This is an optimization exercise on Yosys and OpenROAD, whose aim is small area and a short achievable clock period, not a production implementation.
No functional check of the RTL was part of any run shown here.
Power figures rest on the tool's default switching activity, not on a simulated workload.

==> flow/design.v (outline; a module is shown in full before it is edited, if it fits) <==
// module hb1dec: 797 lines
// module hb1dec_fa: 4 lines
// module hb1dec_ha: 4 lines
module hb1dec (
    input  wire        clk,
    input  wire        rst,         
    input  wire        in_valid,
    input  wire [31:0] in_data,
    output reg         out_valid,
    output reg  [31:0] out_data
);
  // ...
==> flow/flow/run.sh <==
#!/bin/bash
# The standard layout (the standard.sh), with the port buffers made of
# buf_2 cells instead of the cell buffer_ports picks by default.
set -euo pipefail
export BUFFER_PORTS_ARGS="-buffer_cell sky130_fd_sc_hd__buf_2"
bash standard.sh > standard.log 2>&1
==> flow/standard.sh <==
#!/bin/bash
# synth_recipe.tcl (not shown) runs the flow's synth.tcl, then flattens the netlist and writes it again
# the make line also repeats each setting of config.mk as NAME=value (left out here)
make -C /OpenROAD-flow-scripts/flow DESIGN_CONFIG=/design/flow/config.mk WORK_HOME=/design/flow/orfs CLKGATE_MAP_FILE= SYNTH_SCRIPT=/design/flow/synth_recipe.tcl "${@:-finish}"
==> flow/config.mk <==
export PLATFORM = sky130hd
export DESIGN_NAME = hb1dec
export DESIGN_NICKNAME = hb1dec
export VERILOG_FILES = /design/flow/design.v
export SDC_FILE = /design/flow/constraint.sdc
export NUM_CORES = 4
export LEC_CHECK = 0
export CAP_MARGIN = 20
export CORE_MARGIN = 2
export CORE_UTILIZATION = 40
export CTS_CLUSTER_DIAMETER = 100
export CTS_CLUSTER_SIZE = 24
export SLEW_MARGIN = 20
export SYNTH_HIERARCHICAL = 1
export SYNTH_MINIMUM_KEEP_SIZE = 0
==> flow/constraint.sdc <==
create_clock -name core_clock -period 18.0 [get_ports {clk}]
set_input_delay 3.6000 -clock core_clock [delete_from_list [all_inputs] [get_ports {clk}]]
set_output_delay 3.6000 -clock core_clock [all_outputs]
set_load 0.01 [all_outputs]
==> key figures, run 1 <==
Setup path
  – CP required: 18460 ps
  – Crit path capture type: flip-flop
  – CP Depth: 8
  – CP endpoint: ry[15]
  – Register-to-Register Path Depth: 8
  – Reg-to-reg critical path endpoint: ry[15]
  – Flop2flop setup slack: 12990 ps
  – Worst r2r src: pr1[6]

STA
  – Slew headroom: 29.6%
  – Max-slew violations: 0
  – Hold_ws: 331 ps
  – Sum Neg Setup Slack: 0 ps

Synthesis
  – Largest area contributor in the netlist: edfxtp_1
  – Adder-cell share of the synthesized area: 30.3%
  – Syn nets: 2894
  – Largest family of logic cells by synthesized area: adder cells
  – Synth warn: 7

Clocking
  – # clock sinks: 788
  – Clock Tree Buf Depth: 3
  – H-Tree Level Count: 2
  – CTS Buf Count: 41

Power and ir drop
  – Switch Pwr: 815 µW
  – Clk network pwr share: 30.9%
  – Biggest consumer: sequential cells
  – Seq pwr share: 60.7%

Worst hold path
  – Worst Hold Class: reg2reg
  – Hold path depth: 0

Placed design
  – Area after DPL: 0.0386 mm²
  – HPWL after DPL: 70400 µm

Cells and area
  – Multi-input gate area: 0.0158 mm²
  – Final instance area: 0.0399 mm²
  – Non-clk invs: 127
  – Sequential cells: 788
  – Nets: 2966

Route
  – DR iter-0 viols: 1350
  – Routed Antenna Nets: 0
  – DRT met1 WL: 37300 µm
  – DRT Wirelength: 89200 µm

Status
  – Outcome: no timing/DRC/antenna violations

Floorplanning
  – DIE HEIGHT: 308 µm
  – Tap cells: 1186
  – Die W: 308 µm

Global routing
  – Tot GR Track Use: 19.3%
  – Largest net degree at the start of global routing: 87
==> run 2: changes to the inputs <==
--- a/flow/config.mk
+++ b/flow/config.mk
@@ -7,7 +7,7 @@
 export LEC_CHECK = 0
 export CAP_MARGIN = 20
 export CORE_MARGIN = 2
-export CORE_UTILIZATION = 40
+export CORE_UTILIZATION = 60
 export CTS_CLUSTER_DIAMETER = 100
 export CTS_CLUSTER_SIZE = 24
 export SLEW_MARGIN = 20
==> key figures, run 2 <==
Cells and area
  – Most frequent cells in the layout: fa_1, edfxtp_1, dfxtp_1 (unchanged)
  – Area growth from synthesis to layout: 6.75% (was 8.25%)
  – Nets: 2966 (unchanged)
  – Layout cells sized above 1: 7.35% (was 7.52%)
  – Commonest non-fill, non-tap cell in the layout: fa_1 (unchanged)
  – Fillcell total: 4351 (was 8022)
  – Largest registers: rx x34, u x34, ry x33 (unchanged)

Synthesis
  – Distinct cell type count of the synthesized netlist: 55 (unchanged)
  – Synth warn: 7 (unchanged)
  – Most frequent cell after synthesis: fa_1 (unchanged)
  – EDFF count, synth: 464 (unchanged)
  – Post-Synthesis Cells: 2277 (unchanged)
  – Seq/Total Area, Yosys: 55.4% (unchanged)
  – Synth top area cells: edfxtp_1, fa_1, dfxtp_1, and2_1, ha_1 (unchanged)
  – Largest area contributor in the netlist: edfxtp_1 (unchanged)
  – Flops & latches, synth: 788 (unchanged)
  – Yosys top cell area share: 37.8% (unchanged)
  – Post-synthesis cell area: 0.0369 mm² (unchanged)
  – Synthesized area per cell: 16.2 µm² (unchanged)
  – Fraction of registers with async set/reset: 0% (unchanged)
  – Syn nets: 2894 (unchanged)
  – Synth Flop Type: edfxtp_1 (unchanged)
  – Post-synth top cells: fa_1, edfxtp_1, dfxtp_1 (unchanged)

STA
  – Final worst slack: 13260 ps (was 12990 ps)
  – Final Hold Vio Count: 0 (unchanged)
  – Final period util: 26.3% (was 27.9%)
  – RSZ-0062 raised after global routing: false (unchanged)
  – Worst-Margin Slew: 1110 ps (was 1060 ps)
  – Sum Neg Setup Slack: 0 ps (unchanged)
  – Slew headroom: 25.9% (was 29.6%)
  – Max-slew violations: 0 (unchanged)
  – Max frequency: 211 MHz (was 199 MHz)
  – Period minus WS final: 4740 ps (was 5010 ps)
  – Final setup vio count: 0 (unchanged)
  – Skew final: 34.2 ps (was 38.1 ps)

Setup path
  – Register-to-Register Path Depth: 8 (unchanged)
  – Crit path max-delay cell type: dfxtp_1 (unchanged)
  – Worst r2r src: pr4[12] (was pr1[6])
  – Largest stage delay on the critical path: 390 ps (was 940 ps)
  – Data arrival time of the worst path: 1140 ps (was 5480 ps)
  – CP bufs+invs: 1 (was 0)
  – Setup Crit Path Kind: reg2out (was reg2reg)
  – Crit path capture type: output pin (was flip-flop)
  – CP required: 14400 ps (was 18460 ps)
  – Crit Path Max Fanout: 1 (was 5)
  – Reg-to-reg critical path endpoint: ry[18] (was ry[15])
  – Flop2flop setup slack: 13300 ps (was 12990 ps)
  – CP Launch Type: flip-flop (unchanged)
  – Crit-path cells: buf_2 (was fa_1 > fa_1 > fa_1 > fa_1 > fa_1 > fa_1 > fa_1 > fa_1)
  – Crit-path leading delay family: flip-flops (was adder cells)

Floorplanning
  – Starting density of the core: 60.8% (was 40.3%)
  – Die footprint: 0.0634 mm² (was 0.0946 mm²)
  – Core box area: 0.0606 mm² (was 0.0915 mm²)
  – DIE HEIGHT: 252 µm (was 308 µm)
  – Row count: 90 (was 111)
  – Die W: 252 µm (was 308 µm)
  – Top-Level Pins: 68 (unchanged)

Run
  – Max_cap viols: 0 (unchanged)

Worst hold path
  – Hold path depth: 0 (unchanged)
  – Worst Hold Launch: dhi[7] (was dhi[2])
  – Hold EP: hreg[7] (was hreg[2])
  – Worst Hold Class: reg2reg (unchanged)

Clocking
  – CTS tree: yes (unchanged)
  – Root buffer cell: clkbuf_16 (unchanged)
  – H-Tree Level Count: 2 (unchanged)
  – Post-CTS sizing: 0 (unchanged)
  – Post-CTS setup buffers: 0 (unchanged)
  – CTS Buf Count: 40 (was 41)
  – Clock latency (worst-skew pair): 610 ps (about the same)
  – Clk pin slew, worst setup/hold paths: 90 ps (was 100 ps)
  – # hold bufs at CTS: 0 (unchanged)
  – # clock sinks: 788 (unchanged)
  – Clock Tree Buf Depth: 3 (unchanged)

Route
  – Total number of vias: 17899 (was 18051)
  – Routed Antenna Nets: 0 (unchanged)
  – DRT Wirelength: 82500 µm (was 89200 µm)
  – DRC viols: 0 (unchanged)
  – First drt pass iteration count: 5 (unchanged)
  – Drt via density: 5.66 (was 5.06)
  – DR iter-0 viols: 1445 (was 1350)
  – Drt wl/cell: 26.1 µm (was 25.0 µm)

Power and ir drop
  – Switch share: 23.6% (was 24.0%)
  – Logic pwr share: 8.5% (was 8.3%)
  – Seq pwr share: 61.5% (was 60.7%)
  – Switch Pwr: 788 µW (was 815 µW)
  – Pwr dens: 84.9 mW/mm² (was 85.0 mW/mm²)
  – Clk network pwr share: 30.0% (was 30.9%)
  – Leakage: 16.0 nW (was 16.1 nW)
  – Worst VDD drop: 107 µV (was 79.0 µV)
  – Internal: 2.55 mW (was 2.58 mW)

Placed design
  – Port Buffers: 67 (unchanged)
  – Routability cong.: 0.932 (was 0.960)
  – HPWL after DPL: 64800 µm (was 70400 µm)
  – Worst slack, placed: 13310 ps (was 13030 ps)

Global routing
  – Initial antenna violation count: 2 (was 1)
  – First-pass GRT wire length: 121000 µm (was 131000 µm)
  – Grt ovf: 0 (unchanged)
  – Largest net degree at the start of global routing: 182 (was 87)
  – Tot GR Track Use: 26.8% (was 19.3%)
  – Vias in the first global route: 19372 (was 19581)

Status
  – Outcome: no timing/DRC/antenna violations (unchanged)
[run 2: cell type report]
class	instances	area, µm²	share of cell area, %
Tap cell	782	978	2.49
Sequential cell	788	20400	51.9
Timing Repair Buffer	84	475	1.21
Clock buffer	67	1120	2.86
Antenna cell	2	5.00	0.0127
Clock inverter	6	113	0.286
Multi-Input combinational cell	1308	15800	40.0
Inverter	127	477	1.21
[run 2: power by group through the flow]
stage	sequential (mW)	clock, mW	combinational [mW]
finish	2.06	1.00	0.283
global route	2.06	1.09	0.314
CTS	2.06	1.03	0.285
detailed placement	2.10	0	0.284
global placement	2.09	0	0.282
floorplan	2.09	0	0.213
[run 2: logic make-up (layout without fill, tap and decap cells)]
family	count (synthesis)	count (layout)	synth area share (%)
DFF	788	788	55.4
adders and majority gates	582	582	30.3
and+or+nand+nor	436	436	6.48
AOI/OAI and AO/OA	186	186	3.22
buffers and inverters	181	284	1.90
xor gates and xnor gates	70	70	1.66
muxes	33	33	1.01
other	1	3	0.0102
[run 2: worst max path at each step]
stage | end | start | cells past startpoint
6_report | out_valid | out_valid | 1
5_1_grt | out_valid | out_valid | 1
3_5_place_dp | ry[15] | pr1c[1] | 9
4_1_cts | out_valid | out_valid | 1
3_3_place_gp | ry[16] | pr2[8] | 9
2_1_floorplan | os0[0] | a1 | 3
[run 2: Yosys stat by module (local to each module, per instance)]
module / copies in the design / flops+latches / cells / area [µm²]
hb1dec_ha: 19 / 0 / 1 / 12.5
hb1dec: 1 / 788 / 1742 / 26300
hb1dec_fa: 516 / 0 / 1 / 20.0
[run 2: routing by layer]
metal,track usage (%),share of wire (%)
met1,35.7,41
met2,43.8,49
met3,5.72,6.0
met4,10.9,4.5
met5,0,0
[run 2: metrics by stage]
step	instances	utilization (%)	total power [mW]	hold WS [ps]	area (µm²)
2_1_floorplan	2277	-	2.30	310	36900
3_3_place_gp	3089	62.9	2.38	311	38100
6_report	3164	65.0	3.34	323	39400
5_1_grt	3162	64.9	3.46	334	39300
3_5_place_dp	3089	62.9	2.38	312	38100
4_1_cts	3162	64.9	3.37	333	39300
==> run 3: changes to the inputs <==
--- a/flow/config.mk
+++ b/flow/config.mk
@@ -7,9 +7,9 @@
 export LEC_CHECK = 0
 export CAP_MARGIN = 20
 export CORE_MARGIN = 2
-export CORE_UTILIZATION = 60
+export CORE_UTILIZATION = 40
 export CTS_CLUSTER_DIAMETER = 100
 export CTS_CLUSTER_SIZE = 24
-export SLEW_MARGIN = 20
+export SLEW_MARGIN = 75
 export SYNTH_HIERARCHICAL = 1
 export SYNTH_MINIMUM_KEEP_SIZE = 0
==> key figures, run 3 <==
Status
  – Outcome: no timing/DRC/antenna violations (unchanged)

Clocking
  – Root buffer cell: clkbuf_16 (unchanged)
  – # clock sinks: 788 (unchanged)
  – Post-CTS setup buffers: 0 (unchanged)
  – H-Tree Level Count: 2 (unchanged)
  – # hold bufs at CTS: 0 (unchanged)
  – Clk pin slew, worst setup/hold paths: 90 ps (about the same)
  – CTS Buf Count: 42 (was 40)
  – Clock Tree Buf Depth: 3 (unchanged)
  – CTS tree: yes (unchanged)
  – Post-CTS sizing: 0 (unchanged)
  – Clock latency (worst-skew pair): 630 ps (was 610 ps)

Placed design
  – Placed Cells incl. Taps: 3514 (was 3089)
  – HPWL after DPL: 71500 µm (was 64800 µm)
  – Routability cong.: 0.960 (was 0.932)
  – Port Buffers: 67 (unchanged)

Power and ir drop
  – Switch Pwr: 840 µW (was 788 µW)
  – Seq pwr share: 60.0% (was 61.5%)
  – Leakage: 16.3 nW (was 16.0 nW)
  – Logic pwr share: 8.8% (was 8.5%)
  – Pwr dens: 84.2 mW/mm² (was 84.9 mW/mm²)
  – Clk network pwr share: 31.2% (was 30.0%)
  – Switch share: 24.5% (was 23.6%)
  – Total power: 3.43 mW (was 3.34 mW)
  – Worst VDD drop: 82.2 µV (was 107 µV)
  – Internal: 2.59 mW (was 2.55 mW)

Route
  – Drt wl/cell: 24.9 µm (was 26.1 µm)
  – DRC viols: 0 (unchanged)
  – Routed Antenna Nets: 0 (unchanged)
  – DRT Wirelength: 89500 µm (was 82500 µm)
  – Drt via density: 5.04 (was 5.66)
  – First drt pass iteration count: 5 (unchanged)
  – DR iter-0 viols: 1414 (was 1445)
  – Total number of vias: 18109 (was 17899)

Cells and area
  – Fillcell total: 7968 (was 4351)
  – Util after Layout: 44.4% (was 65.0%)
  – Most frequent cells in the layout: fa_1, edfxtp_1, dfxtp_1 (unchanged)
  – Non-filler cells, final: 3595 (was 3164)
  – Largest registers: rx x34, u x34, ry x33 (unchanged)
  – Reg area: 0.0206 mm² (was 0.0204 mm²)
  – Multi-input gate area: 0.0159 mm² (was 0.0158 mm²)
  – Nets: 2992 (was 2966)
  – Layout cells sized above 1: 13.3% (was 7.35%)
  – Commonest non-fill, non-tap cell in the layout: fa_1 (unchanged)
  – Area growth from synthesis to layout: 10.3% (was 6.75%)

STA
  – Max frequency: 213 MHz (was 211 MHz)
  – RSZ-0062 raised after global routing: false (unchanged)
  – Skew final: 33.3 ps (was 34.2 ps)
  – Sum Neg Setup Slack: 0 ps (unchanged)
  – Final period util: 26.1% (was 26.3%)
  – Period minus WS final: 4700 ps (was 4740 ps)
  – Final setup vio count: 0 (unchanged)
  – Final Hold Vio Count: 0 (unchanged)
  – Max-slew violations: 0 (unchanged)

Floorplanning
  – Top-Level Pins: 68 (unchanged)
  – Core box area: 0.0915 mm² (was 0.0606 mm²)
  – Die W: 308 µm (was 252 µm)
  – DIE HEIGHT: 308 µm (was 252 µm)
  – Starting density of the core: 40.3% (was 60.8%)
  – Row count: 111 (was 90)
  – Die footprint: 0.0946 mm² (was 0.0634 mm²)

Setup path
  – CP Launch Type: flip-flop (unchanged)
  – Crit-path cells: buf_2 (unchanged)
  – Crit path capture type: output pin (unchanged)
  – Crit path max-delay cell type: dfxtp_1 (unchanged)
  – Data arrival time of the worst path: 1100 ps (was 1140 ps)
  – CP bufs+invs: 1 (unchanged)
  – Worst setup path startpoint: out_data[5] (was out_valid)
  – Crit-path leading delay family: flip-flops (unchanged)
  – Largest stage delay on the critical path: 350 ps (was 390 ps)
  – Setup Crit Path Kind: reg2out (unchanged)
  – CP required: 14400 ps (about the same)
  – Crit Path Max Fanout: 1 (unchanged)
  – Worst r2r src: pr0c[1] (was pr4[12])

Global routing
  – Initial antenna violation count: 2 (unchanged)
  – Tot GR Track Use: 19.4% (was 26.8%)
  – Largest net degree at the start of global routing: 37 (was 182)
  – Grt ovf: 0 (unchanged)
  – Vias in the first global route: 19794 (was 19372)
  – First-pass GRT wire length: 132000 µm (was 121000 µm)

Worst hold path
  – Worst Hold Class: reg2reg (unchanged)
  – Worst Hold Launch: dhi[5] (was dhi[7])

Synthesis
  – Synth warn: 7 (unchanged)
  – Synth Flop Type: edfxtp_1 (unchanged)
  – EDFF count, synth: 464 (unchanged)
  – Yosys top cell area share: 37.8% (unchanged)
  – Distinct cell type count of the synthesized netlist: 55 (unchanged)
  – Flops & latches, synth: 788 (unchanged)
  – Post-synthesis cell area: 0.0369 mm² (unchanged)
  – Post-synth top cells: fa_1, edfxtp_1, dfxtp_1 (unchanged)
  – Fraction of registers with async set/reset: 0% (unchanged)
  – Synthesized area per cell: 16.2 µm² (unchanged)
  – Syn nets: 2894 (unchanged)
  – Largest area contributor in the netlist: edfxtp_1 (unchanged)
  – Seq/Total Area, Yosys: 55.4% (unchanged)
  – Synth top area cells: edfxtp_1, fa_1, dfxtp_1, and2_1, ha_1 (unchanged)
  – Most frequent cell after synthesis: fa_1 (unchanged)
  – Post-Synthesis Cells: 2277 (unchanged)

Run
  – Max_cap viols: 0 (unchanged)
[run 3: cell count changes in the layout (fill, tap and decap cells not counted), sizes merged]
cell / previous run / this run
clkdlybuf4s50: 0 / 1
clkbuf: 67 / 68
diode: 2 / 1
buf: 84 / 106
inv: 128 / 132
[run 3: final cells by class]
type	instances	share of cell area (%)
flip-flops and latches	788	50.6
multi-input cells	1308	39.1
well taps	1186	3.65
clock buffers	67	2.87
repair buffers	108	2.11
inverters	127	1.17
clock inverters	10	0.422
diodes	1	0.00615
[run 3: logic make-up after synthesis]
| group | count (synthesis) | share of synthesized area (%) |
|---|---|---|
| compound gates | 186 | 3.22 |
| fa+ha+maj | 582 | 30.3 |
| simple gates | 436 | 6.48 |
| xor+xnor | 70 | 1.66 |
| buf+inv | 181 | 1.90 |
| other cells | 1 | 0.0102 |
| flops | 788 | 55.4 |
| mux | 33 | 1.01 |
[run 3: final timing paths]
kind | slack [ps] | depth (start not counted) | end
max | 13300 | 1 | out_data[5]
min | 330 | 0 | hreg[5]
min reg2reg | 330 | 0 | hreg[5]
max reg2reg | 13400 | 9 | ry[15]
[run 3: through the flow]
step | instance area, µm² | setup WS [ps] | hold slack, ps
global placement | 38600 | 13100 | 312
finish | 40700 | 13300 | 332
detailed placement | 39200 | 13410 | 312
CTS | 40600 | 13250 | 333
floorplan | 36900 | 9000 | 310
global route | 40700 | 13240 | 337
[run 3: Yosys stat by module, one instance, submodules excluded]
module / copies in the design / flops+latches / cells inside
hb1dec: 1 / 788 / 1742
hb1dec_fa: 516 / 0 / 1
hb1dec_ha: 19 / 0 / 1
[run 3: power by group through the flow]
stage	Combinational, mW	Sequential (mW)	Clock [mW]
after floorplan	0.213	2.09	0
after global placement	0.278	2.10	0
after detailed placement	0.296	2.10	0
after CTS	0.297	2.06	1.11
after global routing	0.335	2.06	1.16
final	0.301	2.05	1.07
[run 3: per-layer routing]
metal  global-route usage, %  part of all wire, %
met5                       0                    0
met4                    5.92                  3.2
met3                    3.28                  5.1
met1                    25.1                   42
met2                    33.3                   50
==> run 4: changes to the inputs <==
==> flow/flow/run.sh (replaced) <==
#!/bin/bash
# The standard layout (the standard.sh), with the port buffers made of
# buf_2 cells instead of the cell buffer_ports picks by default, and clock
# tree synthesis without dummy loads.
set -euo pipefail
export BUFFER_PORTS_ARGS="-buffer_cell sky130_fd_sc_hd__buf_2"
export CTS_ARGS="-sink_clustering_enable -repair_clock_nets -sink_clustering_size 24 -sink_clustering_max_diameter 100 -dont_use_dummy_load"
bash standard.sh > standard.log 2>&1
--- a/flow/config.mk
+++ b/flow/config.mk
@@ -7,9 +7,7 @@
 export LEC_CHECK = 0
 export CAP_MARGIN = 20
 export CORE_MARGIN = 2
-export CORE_UTILIZATION = 40
-export CTS_CLUSTER_DIAMETER = 100
-export CTS_CLUSTER_SIZE = 24
+export CORE_UTILIZATION = 70
 export SLEW_MARGIN = 75
 export SYNTH_HIERARCHICAL = 1
 export SYNTH_MINIMUM_KEEP_SIZE = 0
==> key figures, run 4 <==
Global routing
  – Initial antenna violation count: 4 (was 2)
  – First-pass GRT wire length: 133000 µm (was 132000 µm)
  – Grt ovf: 0 (unchanged)
  – Vias in the first global route: 20109 (was 19794)
  – Largest net degree at the start of global routing: 51 (was 37)
  – Tot GR Track Use: 35.3% (was 19.4%)

Synthesis
  – Adder-cell share of the synthesized area: 30.3% (unchanged)
  – Largest family of logic cells by synthesized area: adder cells (unchanged)
  – Syn nets: 2894 (unchanged)
  – Distinct cell type count of the synthesized netlist: 55 (unchanged)
  – Most frequent cell after synthesis: fa_1 (unchanged)
  – Compound-Gate Fraction of Synth Area: 3.22% (unchanged)
  – Post-synthesis simple-gate area fraction: 6.48% (unchanged)
  – EDFF count, synth: 464 (unchanged)
  – Post-synth top cells: fa_1, edfxtp_1, dfxtp_1 (unchanged)
  – Largest area contributor in the netlist: edfxtp_1 (unchanged)
  – Mux cell area share after synthesis: 1.01% (unchanged)
  – Post-Synthesis Cells: 2277 (unchanged)
  – Synthesized area per cell: 16.2 µm² (unchanged)
  – Flops & latches, synth: 788 (unchanged)
  – XOR/XNOR Fraction of Synth Area: 1.66% (unchanged)
  – Fraction of registers with async set/reset: 0% (unchanged)
  – Synth warn: 7 (unchanged)
  – Post-synthesis cell area: 0.0369 mm² (unchanged)
  – Synth top area cells: edfxtp_1, fa_1, dfxtp_1, and2_1, ha_1 (unchanged)
  – Seq/Total Area, Yosys: 55.4% (unchanged)
  – Yosys top cell area share: 37.8% (unchanged)
  – Synth Flop Type: edfxtp_1 (unchanged)

Power and ir drop
  – Pwr dens: 83.3 mW/mm² (was 84.2 mW/mm²)
  – Switch share: 23.7% (was 24.5%)
  – Worst VDD drop: 119 µV (was 82.2 µV)
  – Switch Pwr: 781 µW (was 840 µW)
  – Internal: 2.52 mW (was 2.59 mW)
  – Clk network pwr share: 28.3% (was 31.2%)
  – Logic pwr share: 9.1% (was 8.8%)
  – Seq pwr share: 62.5% (was 60.0%)
  – Leakage: 16.2 nW (was 16.3 nW)

STA
  – Final period util: 26.3% (was 26.1%)
  – Max frequency: 212 MHz (was 213 MHz)
  – RSZ-0062 raised after global routing: false (unchanged)
  – Final Hold Vio Count: 0 (unchanged)
  – Max-slew violations: 0 (unchanged)
  – Final setup vio count: 0 (unchanged)
  – Sum Neg Setup Slack: 0 ps (unchanged)
  – Period minus WS final: 4730 ps (was 4700 ps)
  – Skew final: 75.9 ps (was 33.3 ps)

Cells and area
  – Util after Layout: 75.6% (was 44.4%)
  – Area growth from synthesis to layout: 7.39% (was 10.3%)
  – Most frequent cells in the layout: fa_1, edfxtp_1, dfxtp_1 (unchanged)
  – Layout cells sized above 1: 12.6% (was 13.3%)
  – Ant diodes: 0 (was 1)
  – Nets: 2984 (was 2992)
  – Commonest non-fill, non-tap cell in the layout: fa_1 (unchanged)
  – Largest registers: rx x34, u x34, ry x33 (unchanged)

Run
  – Max_cap viols: 0 (unchanged)

Setup path
  – Reg-to-reg critical path endpoint: ry[17] (was ry[15])
  – Data arrival time of the worst path: 1130 ps (was 1100 ps)
  – Largest stage delay on the critical path: 380 ps (was 350 ps)
  – CP Launch Type: flip-flop (unchanged)
  – Register-to-Register Path Depth: 9 (unchanged)
  – Crit Path Max Fanout: 1 (unchanged)
  – CP bufs+invs: 1 (unchanged)
  – Crit path capture type: output pin (unchanged)
  – CP required: 14400 ps (about the same)
  – Flop2flop setup slack: 13430 ps (was 13400 ps)
  – Worst r2r src: pr0[14] (was pr0c[1])
  – Setup Crit Path Kind: reg2out (unchanged)
  – Crit-path leading delay family: flip-flops (unchanged)
  – Crit path max-delay cell type: dfxtp_1 (unchanged)
  – Crit-path cells: buf_2 (unchanged)

Floorplanning
  – Starting density of the core: 70.4% (was 40.3%)
  – Die footprint: 0.0545 mm² (was 0.0946 mm²)
  – Row count: 84 (was 111)
  – Top-Level Pins: 68 (unchanged)
  – Core box area: 0.0523 mm² (was 0.0915 mm²)
  – Die W: 233 µm (was 308 µm)
  – DIE HEIGHT: 233 µm (was 308 µm)

Status
  – Outcome: no timing/DRC/antenna violations (unchanged)

Route
  – Drt via density: 6.31 (was 5.04)
  – DR iter-0 viols: 2169 (was 1414)
  – Drt wl/cell: 30.3 µm (was 24.9 µm)
  – Routed Antenna Nets: 0 (unchanged)
  – DRC viols: 0 (unchanged)
  – First drt pass iteration count: 5 (unchanged)
  – DRT Wirelength: 92600 µm (was 89500 µm)
  – Total number of vias: 19253 (was 18109)

Worst hold path
  – Hold EP: rx[32] (was hreg[5])
  – Hold path depth: 0 (unchanged)
  – Worst Hold Launch: ecr[16] (was dhi[5])
  – Worst Hold Class: reg2reg (unchanged)

Clocking
  – CTS tree: yes (unchanged)
  – Post-CTS sizing: 0 (unchanged)
  – Clk pin slew, worst setup/hold paths: 90 ps (about the same)
  – CTS Buf Count: 40 (was 42)
  – # hold bufs at CTS: 0 (unchanged)
  – Clock latency (worst-skew pair): 600 ps (was 630 ps)
  – Root buffer cell: clkbuf_16 (unchanged)
  – Clock Tree Buf Depth: 3 (unchanged)
  – H-Tree Level Count: 2 (unchanged)
  – # clock sinks: 788 (unchanged)
  – Post-CTS setup buffers: 0 (unchanged)

Placed design
  – Port Buffers: 67 (unchanged)
  – HPWL after DPL: 69500 µm (was 71500 µm)
  – Routability cong.: 0.962 (was 0.960)
==> run 4: how the worst max path moves through the flow <==
stage               cells past startpoint         to  slack (ps)       from
floorplan                               3     os0[0]        9000         a1
global placement                        9     ry[17]       13300    pr1[14]
detailed placement                      9     ry[17]       13480    pr0[14]
CTS                                     1  out_valid       13270  out_valid
global route                            1  out_valid       13250  out_valid
finish                                  1  out_valid       13270  out_valid
==> run 4: metal layers <==
layer	track usage, %	vias to the layer above	wire length, µm
met2	58.6	1087	45900
met5	0	-	13
met1	48.5	10184	35200
met3	5.14	204	7330
li1	-	7776	-
met4	12.9	2	4180
==> run 4: logic make-up after synthesis <==
group	count (synthesis)
mux	33
compound gates	186
other cells	1
xor+xnor	70
fa+ha+maj	582
simple gates	436
buf+inv	181
flops	788
==> run 4: per-stage QoR <==
stage | hold slack, ps | setup slack [ps] | power (mW) | std cells | cell area, µm²
6_report | 329 | 13270 | 3.30 | 3053 | 39600
5_1_grt | 338 | 13250 | 3.39 | 3053 | 39600
4_1_cts | 331 | 13270 | 3.30 | 3052 | 39500
3_5_place_dp | 312 | 13480 | 2.39 | 3012 | 38500
3_3_place_gp | 310 | 13300 | 2.37 | 2995 | 38000
2_1_floorplan | 310 | 9000 | 2.30 | 2277 | 36900
==> run 4: final cells by class <==
cell class	count	area, µm²
Multi-Input combinational cell	1308	15900
Inverter	127	477
Fill cell	2857	12800
Tap cell	688	861
Timing Repair Buffer	102	810
Clock buffer	40	1000
Sequential cell	788	20600
==> run 4: Yosys stat by module, one instance, submodules excluded <==
module	cell area [µm²]	flip-flops and latches	copies in the design	cells inside
hb1dec	26300	788	1	1742
hb1dec_fa	20.0	0	516	1
hb1dec_ha	12.5	0	19	1
==> run 4: power by group through the flow <==
stage / Clock, mW / Sequential (mW) / Combinational, mW
2_1_floorplan: 0 / 2.09 / 0.213
3_3_place_gp: 0 / 2.10 / 0.272
3_5_place_dp: 0 / 2.10 / 0.291
4_1_cts: 0.944 / 2.06 / 0.294
5_1_grt: 0.995 / 2.07 / 0.329
6_report: 0.935 / 2.06 / 0.301
==> run 5: changes to the inputs <==
--- a/flow/config.mk
+++ b/flow/config.mk
@@ -8,6 +8,6 @@
 export CAP_MARGIN = 20
 export CORE_MARGIN = 2
 export CORE_UTILIZATION = 70
-export SLEW_MARGIN = 75
+export SLEW_MARGIN = 20
 export SYNTH_HIERARCHICAL = 1
 export SYNTH_MINIMUM_KEEP_SIZE = 0
==> key figures, run 5 <==
Power and ir drop
  – Leakage: 16.0 nW (was 16.2 nW)
  – Worst VDD drop: 95.9 µV (was 119 µV)
  – Pwr dens: 83.8 mW/mm² (was 83.3 mW/mm²)
  – Total power: 3.27 mW (was 3.30 mW)

Placed design
  – Routability cong.: 0.962 (unchanged)
  – Port Buffers: 67 (unchanged)
  – HPWL after DPL: 67100 µm (was 69500 µm)

Clocking
  – CTS Buf Count: 40 (unchanged)
  – # clock sinks: 788 (unchanged)
  – CTS tree: yes (unchanged)
  – Clock Tree Buf Depth: 3 (unchanged)
  – Clk pin slew, worst setup/hold paths: 90 ps (about the same)
  – Root buffer cell: clkbuf_16 (unchanged)
  – # hold bufs at CTS: 0 (unchanged)
  – Post-CTS sizing: 0 (unchanged)
  – Post-CTS setup buffers: 0 (unchanged)
  – Clock latency (worst-skew pair): 600 ps (about the same)
  – H-Tree Level Count: 2 (unchanged)

Global routing
  – Grt ovf: 0 (unchanged)
  – Initial antenna violation count: 8 (was 4)
  – Largest net degree at the start of global routing: 88 (was 51)
  – Tot GR Track Use: 34.1% (was 35.3%)
  – First-pass GRT wire length: 130000 µm (was 133000 µm)
  – Vias in the first global route: 19855 (was 20109)

Synthesis
  – Largest area contributor in the netlist: edfxtp_1 (unchanged)
  – Post-Synthesis Cells: 2277 (unchanged)
  – Synth warn: 7 (unchanged)
  – Fraction of registers with async set/reset: 0% (unchanged)
  – EDFF count, synth: 464 (unchanged)
  – Most frequent cell after synthesis: fa_1 (unchanged)
  – Post-synthesis cell area: 0.0369 mm² (unchanged)
  – Synth Flop Type: edfxtp_1 (unchanged)
  – Synthesized area per cell: 16.2 µm² (unchanged)
  – Post-synth top cells: fa_1, edfxtp_1, dfxtp_1 (unchanged)
  – Flops & latches, synth: 788 (unchanged)
  – Seq/Total Area, Yosys: 55.4% (unchanged)
  – Syn nets: 2894 (unchanged)
  – Yosys top cell area share: 37.8% (unchanged)
  – Distinct cell type count of the synthesized netlist: 55 (unchanged)
  – Synth top area cells: edfxtp_1, fa_1, dfxtp_1, and2_1, ha_1 (unchanged)

Status
  – Outcome: no timing/DRC/antenna violations (unchanged)

STA
  – Period minus WS final: 4760 ps (was 4730 ps)
  – Max-slew violations: 0 (unchanged)
  – Worst-Margin Slew: 1050 ps
  – RSZ-0062 raised after global routing: false (unchanged)
  – Final Hold Vio Count: 0 (unchanged)
  – Sum Neg Setup Slack: 0 ps (unchanged)
  – Max frequency: 210 MHz (was 212 MHz)
  – Skew final: 81.6 ps (was 75.9 ps)
  – Final period util: 26.4% (was 26.3%)
  – Final setup vio count: 0 (unchanged)
  – Slew headroom: 29.6%

Worst hold path
  – Hold path depth: 0 (unchanged)
  – Worst Hold Class: reg2reg (unchanged)

Route
  – Drt wl/cell: 29.1 µm (was 30.3 µm)
  – DRC viols: 0 (unchanged)
  – First drt pass iteration count: 5 (unchanged)
  – Drt via density: 6.19 (was 6.31)
  – DR iter-0 viols: 2071 (was 2169)
  – Routed Antenna Nets: 0 (unchanged)
  – Total number of vias: 18817 (was 19253)
  – DRT Wirelength: 88400 µm (was 92600 µm)

Cells and area
  – Commonest non-fill, non-tap cell in the layout: fa_1 (unchanged)
  – Multi-input gate area: 0.0158 mm² (was 0.0159 mm²)
  – Fillcell total: 3004 (was 2857)
  – Most frequent cells in the layout: fa_1, edfxtp_1, dfxtp_1 (unchanged)
  – Area growth from synthesis to layout: 5.83% (was 7.39%)
  – Reg area: 0.0204 mm² (was 0.0206 mm²)
  – Layout cells sized above 1: 7.20% (was 12.6%)
  – Largest registers: rx x34, u x34, ry x33 (unchanged)
  – Nets: 2967 (was 2984)

Floorplanning
  – Die W: 233 µm (unchanged)
  – Starting density of the core: 70.4% (unchanged)
  – Die footprint: 0.0545 mm² (unchanged)
  – Top-Level Pins: 68 (unchanged)
  – DIE HEIGHT: 233 µm (unchanged)
  – Row count: 84 (unchanged)
  – Core box area: 0.0523 mm² (unchanged)

Setup path
  – CP required: 18390 ps (was 14400 ps)
  – Largest stage delay on the critical path: 770 ps (was 380 ps)
  – CP Launch Type: flip-flop (unchanged)
  – Data arrival time of the worst path: 5150 ps (was 1130 ps)
  – Crit path capture type: flip-flop (was output pin)
  – Register-to-Register Path Depth: 9 (unchanged)
  – Crit-path cells: fa_1 > fa_1 > fa_1 > fa_1 > inv_1 > fa_1 > fa_1 > fa_1 > fa_1 (was buf_2)
  – Crit path max-delay cell type: dfxtp_1 (unchanged)
  – Most used cell, CP: fa_1
  – Crit Path Max Fanout: 5 (was 1)
  – Setup Crit Path Kind: reg2reg (was reg2out)

Run
  – Max_cap viols: 0 (unchanged)
==> run 5: final timing paths <==
path,from,end,slack [ps]
max reg2reg,pr1[14],ry[18],13240
max,pr1[14],ry[18],13240
min,ecr[16],rx[32],330
min reg2reg,ecr[16],rx[32],330
==> run 5: per-layer routing <==
layer	share of wire (%)	vias to the layer above	global-route usage, %	wire [µm]
met2	49	903	56.0	43800
li1	-	7744	-	-
met4	4.2	6	12.5	3700
met1	39	9999	47.1	34500
met5	0.042	-	0	37
met3	7.3	165	5.31	6420
==> run 5: power breakdown <==
group          switching, mW  internal [mW]  total, mW
registers             0.0656           2.00       2.06
logic                  0.169          0.113      0.282
clock network          0.528          0.398      0.925
total                  0.762           2.51       3.27
==> run 5: Yosys stat by module (local to each module, per instance) <==
| module | flip-flops and latches | cells |
|---|---|---|
| hb1dec_fa | 0 | 1 |
| hb1dec | 788 | 1742 |
| hb1dec_ha | 0 | 1 |
==> run 5: critical path: cells and delay by family, from the launching register on <==
kind,cells,cell delay (ps)
buf+inv,1,70
flops,1,770
fa+ha+maj,8,3740
==> run 5: cells by family (layout without fill, tap and decap cells) <==
group	Yosys count	count (layout)	share of synthesized area (%)
adders and majority gates	582	582	30.3
AOI/OAI and AO/OA	186	186	3.22
DFF	788	788	55.4
and+or+nand+nor	436	436	6.48
buffers and inverters	181	252	1.90
xor gates and xnor gates	70	70	1.66
other	1	3	0.0102
muxes	33	33	1.01
==> run 5: stage by stage <==
| step | std cells | setup slack (ps) | hold WS (ps) | utilization, % | cell area (µm²) |
|---|---|---|---|---|---|
| floorplan | 2277 | 9000 | 310 | - | 36900 |
| global placement | 2995 | 13300 | 310 | 72.6 | 38000 |
| detailed placement | 2995 | 13320 | 312 | 72.6 | 38000 |
| CTS | 3035 | 13250 | 328 | 74.5 | 39000 |
| global route | 3036 | 13110 | 337 | 74.5 | 39000 |
| finish | 3038 | 13240 | 332 | 74.5 | 39000 |
==> run 5: layout make-up <==
| type | count | area share [%] |
|---|---|---|
| repair buffers | 85 | 1.26 |
| multi-input cells | 1308 | 40.4 |
| clock buffers | 40 | 2.57 |
| well taps | 688 | 2.21 |
| flip-flops and latches | 788 | 52.3 |
| diodes | 2 | 0.0128 |
| inverters | 127 | 1.22 |

port drivers added, routing unchanged:
In the flow no input, the clock included, has a driving cell. The finished layouts below were timed again as built, in two steps.
Step 1 (the two cells are an assumption about what drives the block):
set clk [get_ports {clk}]
set_driving_cell -lib_cell sky130_fd_sc_hd__clkbuf_16 $clk
set_driving_cell -lib_cell sky130_fd_sc_hd__buf_2 [delete_from_list [all_inputs] $clk]
Step 2 moves the port delays by t, midway between the first and last clock arrival at a register: inputs arrive t later, outputs are due t later. That takes back most of the time a late clock gives input paths.
a / b / c = ideal ports / drivers / drivers and shift; a / b = the first two.
run	t (ns)	setup slack, ns	pins driven straight from the clock port
run 1	0.655	12.986 / 12.986 / 12.986	1
run 2	0.657	13.265 / 13.199 / 13.299	1
run 3	0.675	13.298 / 13.237 / 13.399	1
run 4	0.625	13.274 / 13.210 / 13.434	1
run 5	0.620	13.245 / 13.238 / 13.245	1
After both steps every run listed still meets setup and hold.
